This is an optimization exercise on Yosys and OpenROAD, whose aim is small area and a short achievable clock period, not a production implementation.
Only simulation tests tie the RTL to the original design; equivalence was not proved.
Power is estimated from default activity; no workload was simulated.

==> trial 7 <==
==> flow/design.v (excerpt) <==
module hqa_apg (
    input  wire        clk,
    input  wire        rst,           
    input  wire        busy,          
    input  wire        iss_valid,
    input  wire [7:0]  iss_xop,
    input  wire [7:0]  iss_yop,
    input  wire [7:0]  iss_dop,
    input  wire [7:0]  iss_opc,
    input  wire [31:0] iss_opd,
    input  wire        iss_clr_xc,    
    input  wire        iss_clr_yc,    
    output reg  [7:0]  iss_fault,     
    input  wire        host_we,
    input  wire        host_tbl,      
    input  wire [14:0] host_addr,
    input  wire [31:0] host_wdata,
    output reg  [31:0] host_rdata,
    output wire [19:0] px,
    output wire [15:0] py,
    output wire [31:0] dseen,
    output wire        xcarry,
    output wire        ycarry
);
==> flow/config.mk <==
export PLATFORM = sky130hd
export DESIGN_NAME = hqa_apg
export DESIGN_NICKNAME = hqa_apg
export VERILOG_FILES = /design/flow/design.v
export SDC_FILE = /design/flow/constraint.sdc
export NUM_CORES = 4
export LEC_CHECK = 0
export ABC_AREA = 1
export CAP_MARGIN = 30
export CORE_MARGIN = 2
export CORE_UTILIZATION = 45
export CTS_BUF_LIST = sky130_fd_sc_hd__clkbuf_16
export CTS_CLUSTER_DIAMETER = 80
export CTS_CLUSTER_SIZE = 30
export PLACE_DENSITY = 0.55
export SLEW_MARGIN = 30
==> flow/constraint.sdc <==
create_clock -name core_clock -period 150.0 [get_ports {clk}]
set_input_delay 30.0000 -clock core_clock [delete_from_list [all_inputs] [get_ports {clk}]]
set_output_delay 30.0000 -clock core_clock [all_outputs]
set_load 0.01 [all_outputs]
standard.sh (not shown) runs the stock make flow with config.mk's settings and CLKGATE_MAP_FILE= SYNTH_SCRIPT=/design/flow/synth_recipe.tcl, a recipe that flattens the netlist after the stock synthesis.
==> flow/flow/run.sh <==
#!/bin/bash
# The standard layout (the standard.sh, standard synthesis), with three
# changes to how it is made:
#  - ports are buffered with buf_1 rather than the flow's default cell
#    (every input and output port still gets its own buffer);
#  - clock tree synthesis does not add dummy loads;
set -euo pipefail
cd "$(dirname "$0")/.."
bash standard.sh \
  "BUFFER_PORTS_ARGS=-buffer_cell sky130_fd_sc_hd__buf_1" \
  "CTS_ARGS=-sink_clustering_enable -repair_clock_nets -buf_list sky130_fd_sc_hd__clkbuf_16 -sink_clustering_size 30 -sink_clustering_max_diameter 80 -dont_use_dummy_load" \
  "SETUP_SLACK_MARGIN=87" \
  finish > make.log 2>&1
==> build 10 (differences from trial 7) <==
--- a/flow/design.v
+++ b/flow/design.v
@@ -65,17 +65,16 @@
     assign p = pp[NB];
 endmodule
 module apg_addr_gen #(
     parameter W = 20,
     parameter L = 9
 ) (
     input  wire [2:0]     op,       
     input  wire           hold,     
-    input  wire           idle,     
     input  wire [W-1:0]   aw,       
     input  wire           rawf,
     input  wire [W+L-1:0] ai,       
     input  wire [W-1:0]   m,        
     input  wire [W-1:0]   ival,     
     input  wire           ld,       
     input  wire           ld_lim,   
     input  wire [W-1:0]   ld_val,   
@@ -154,18 +153,16 @@
                 OP_ZERO: nai = {(W+L){1'b0}};
                 default: ;
             endcase
             if (hold) begin
                 nai = {{L{1'b0}}, ar};
                 cwr = 1'b0;
             end
         end
-        if (idle)
-            nai = {{L{1'b0}}, ar};
     end
 endmodule
 module hqa_apg (
     input  wire        clk,
     input  wire        rst,           
     input  wire        busy,          
     input  wire        iss_valid,
     input  wire [7:0]  iss_xop,
@@ -290,24 +287,24 @@
     wire [2:0] xop_div = iss_yop[5] ? ((yo == OP_DEC) ? OP_DEC : OP_INC) : xo;
     wire [2:0] yop_div = iss_xop[5] ? ((xo == OP_DEC) ? OP_DEC : OP_INC) : yo;
     wire [19:0] xw_new, xmax_new;
     wire [19+LX:0] xi_new;
     wire [15:0] yw_new, ymax_new;
     wire [15+LY:0] yi_new;
     wire        x_cwr, x_cv, y_cwr, y_cv;
     apg_addr_gen #(.W(20), .L(LX)) u_xgen (
-        .op(xop_div), .hold(iss_yop[5] && !chain_y), .idle(!do_issue && !h_x && !h_xmax),
+        .op(xop_div), .hold(iss_yop[5] && !chain_y),
         .aw(xw), .rawf(xrawf), .ai(xi), .m(xmax), .ival(iv_x),
         .ld(is_setx), .ld_lim(iss_opd[31]), .ld_val(iss_opd[19:0]),
         .h_a(h_x), .h_m(h_xmax), .h_val(host_wdata[19:0]),
         .a(x), .ar(xr), .naw(xw_new), .nai(xi_new), .nm(xmax_new),
         .cwr(x_cwr), .cval(x_cv), .eqm(x_eqm), .eq0(x_eq0), .addc(x_addc));
     apg_addr_gen #(.W(16), .L(LY)) u_ygen (
-        .op(yop_div), .hold(iss_xop[5] && !chain_x), .idle(!do_issue && !h_y && !h_ymax),
+        .op(yop_div), .hold(iss_xop[5] && !chain_x),
         .aw(yw), .rawf(yrawf), .ai(yi), .m(ymax), .ival(iv_y),
         .ld(is_sety), .ld_lim(iss_opd[31]), .ld_val(iss_opd[15:0]),
         .h_a(h_y), .h_m(h_ymax), .h_val(host_wdata[15:0]),
         .a(y), .ar(yr), .naw(yw_new), .nai(yi_new), .nm(ymax_new),
         .cwr(y_cwr), .cval(y_cv), .eqm(y_eqm), .eq0(y_eq0), .addc(y_addc));
     wire [3:0]  dopc = iss_dop[3:0];
     wire [31:0] bgn  = bg[iss_dop[5:4]];
     reg  [31:0] db_new;
@@ -391,21 +388,21 @@
             for (k = 0; k < 4; k = k + 1) begin
                 ireg[k] <= 20'h0;
                 bg[k]   <= 32'h0;
                 sel[k]  <= 6'h0;
             end
         end else begin
             db    <= d;
             dmode <= 2'd0;
-            xi    <= xi_new;
-            yi    <= yi_new;
             if (do_issue) begin
+                xi    <= xi_new;
                 xrawf <= 1'b0;
                 xmax  <= xmax_new;
+                yi    <= yi_new;
                 yrawf <= 1'b0;
                 ymax  <= ymax_new;
                 db    <= db_new;
                 dmode <= dm_new;
                 if (xsav)
                     ireg[xn] <= xr;
                 if (ysav)
                     ireg[yn] <= {4'h0, yr};
@@ -426,27 +423,29 @@
                 rec_phys <= host_wdata[2];
             end
             if (ignored)
                 wr_busy <= 1'b1;
             else if (ctrl_hit && host_wdata[31])
                 wr_busy <= 1'b0;
             if (h_x || h_xmax) begin
                 xw    <= xw_new;
+                xi    <= xi_new;
                 xrawf <= 1'b1;
                 xmax  <= xmax_new;
             end
             if (h_y || h_ymax) begin
                 yw    <= yw_new;
+                yi    <= yi_new;
                 yrawf <= 1'b1;
                 ymax  <= ymax_new;
             end
             if (hw) begin
                 case (host_addr)
-                    A_D:    begin db <= host_wdata; dmode <= 2'd0; end
+                    A_D:    db   <= host_wdata;
                     15'h120, 15'h124, 15'h128, 15'h12C: ireg[host_addr[3:2]] <= host_wdata[19:0];
                     15'h130, 15'h134, 15'h138, 15'h13C: bg[host_addr[3:2]]   <= host_wdata;
                     A_DXM:  dxm  <= host_wdata[19:0];
                     A_DYM:  dym  <= host_wdata[15:0];
                     A_TSEL: begin
                         sel[0] <= host_wdata[5:0];
                         sel[1] <= host_wdata[13:8];
                         sel[2] <= host_wdata[21:16];
- CAP_MARGIN: 30 -> 20
- SLEW_MARGIN: 30 -> 20
==> impl_results.md <==
- Total Power: 0.000597 W
- Rel. slew slack: 0.109
- Filler cells: 17756
- Comb power frac: 0.186
- RSZ-0062 raised after global routing: no
- GRT Total Usage: 0.459
- Synth Area per Inst: 7.23 um2
- Outcome: finished clean
- Worst-path clk slew: 0.04 ns
- Final worst slack: 86.93 ns
Source of the figures above: build 10

==> impl_results.md <==
- Worst-path clk slew: 0.07 ns
- Rel. slew slack: 0.232
- RSZ-0062 raised after global routing: yes
- CP Cell Sequence: buf_2, inv_1, nand3_2, buf_4, inv_1, nand2_1, nor3_4, inv_1, nor2_1, buf_6, buf_4, a22oi_2, o31ai_2, a2111oi_2, o21ai_2, a22o_1, buf_1
- GRT Total Usage: 0.489
- Final worst slack: 86.80 ns
- Most frequent cells in the layout: nand2_1, inv_1, o21ai_0, nand3_1, a21oi_1
- Comb power frac: 0.181
- Register area share after synthesis: 0.327
- Placed Cells: 13284
- WP buf/inv: 8
- Full die area: 0.181 mm2
- Outcome: finished clean
- Worst-Margin Slew: 1.14 ns
Source of the figures above: trial 7

## separate check: timing with driven ports
Ports are ideal in the flow. The routed layouts listed here were re-timed in OpenROAD.
Step 1, drivers: a clkbuf_16 drives clk and a buf_2 each remaining input, both assumed.
Step 2 times the ports against the registers' clock, not the clock port: input delays grow and output delays shrink by t, the midpoint of the rising clock arrivals with the driver on.
Three values: no drivers, after step 1, after step 2; two values: the first two.
| run | shift t [ns] | slack for setup (ns) | worst setup path at the end | worst slew at a driven data input, ns |
|---|---|---|---|---|
| trial 7 | 0.803 | 86.799 / 86.779 / 86.779 | input to output | 0.24 |
| build 10 | 0.826 | 86.934 / 86.910 / 86.910 | input to output | 0.16 |
After both steps every run listed still meets setup and hold. For build 10, which loses most, drivers alone change the setup slack by -0.024 ns; drivers and shift together by -0.024 ns.
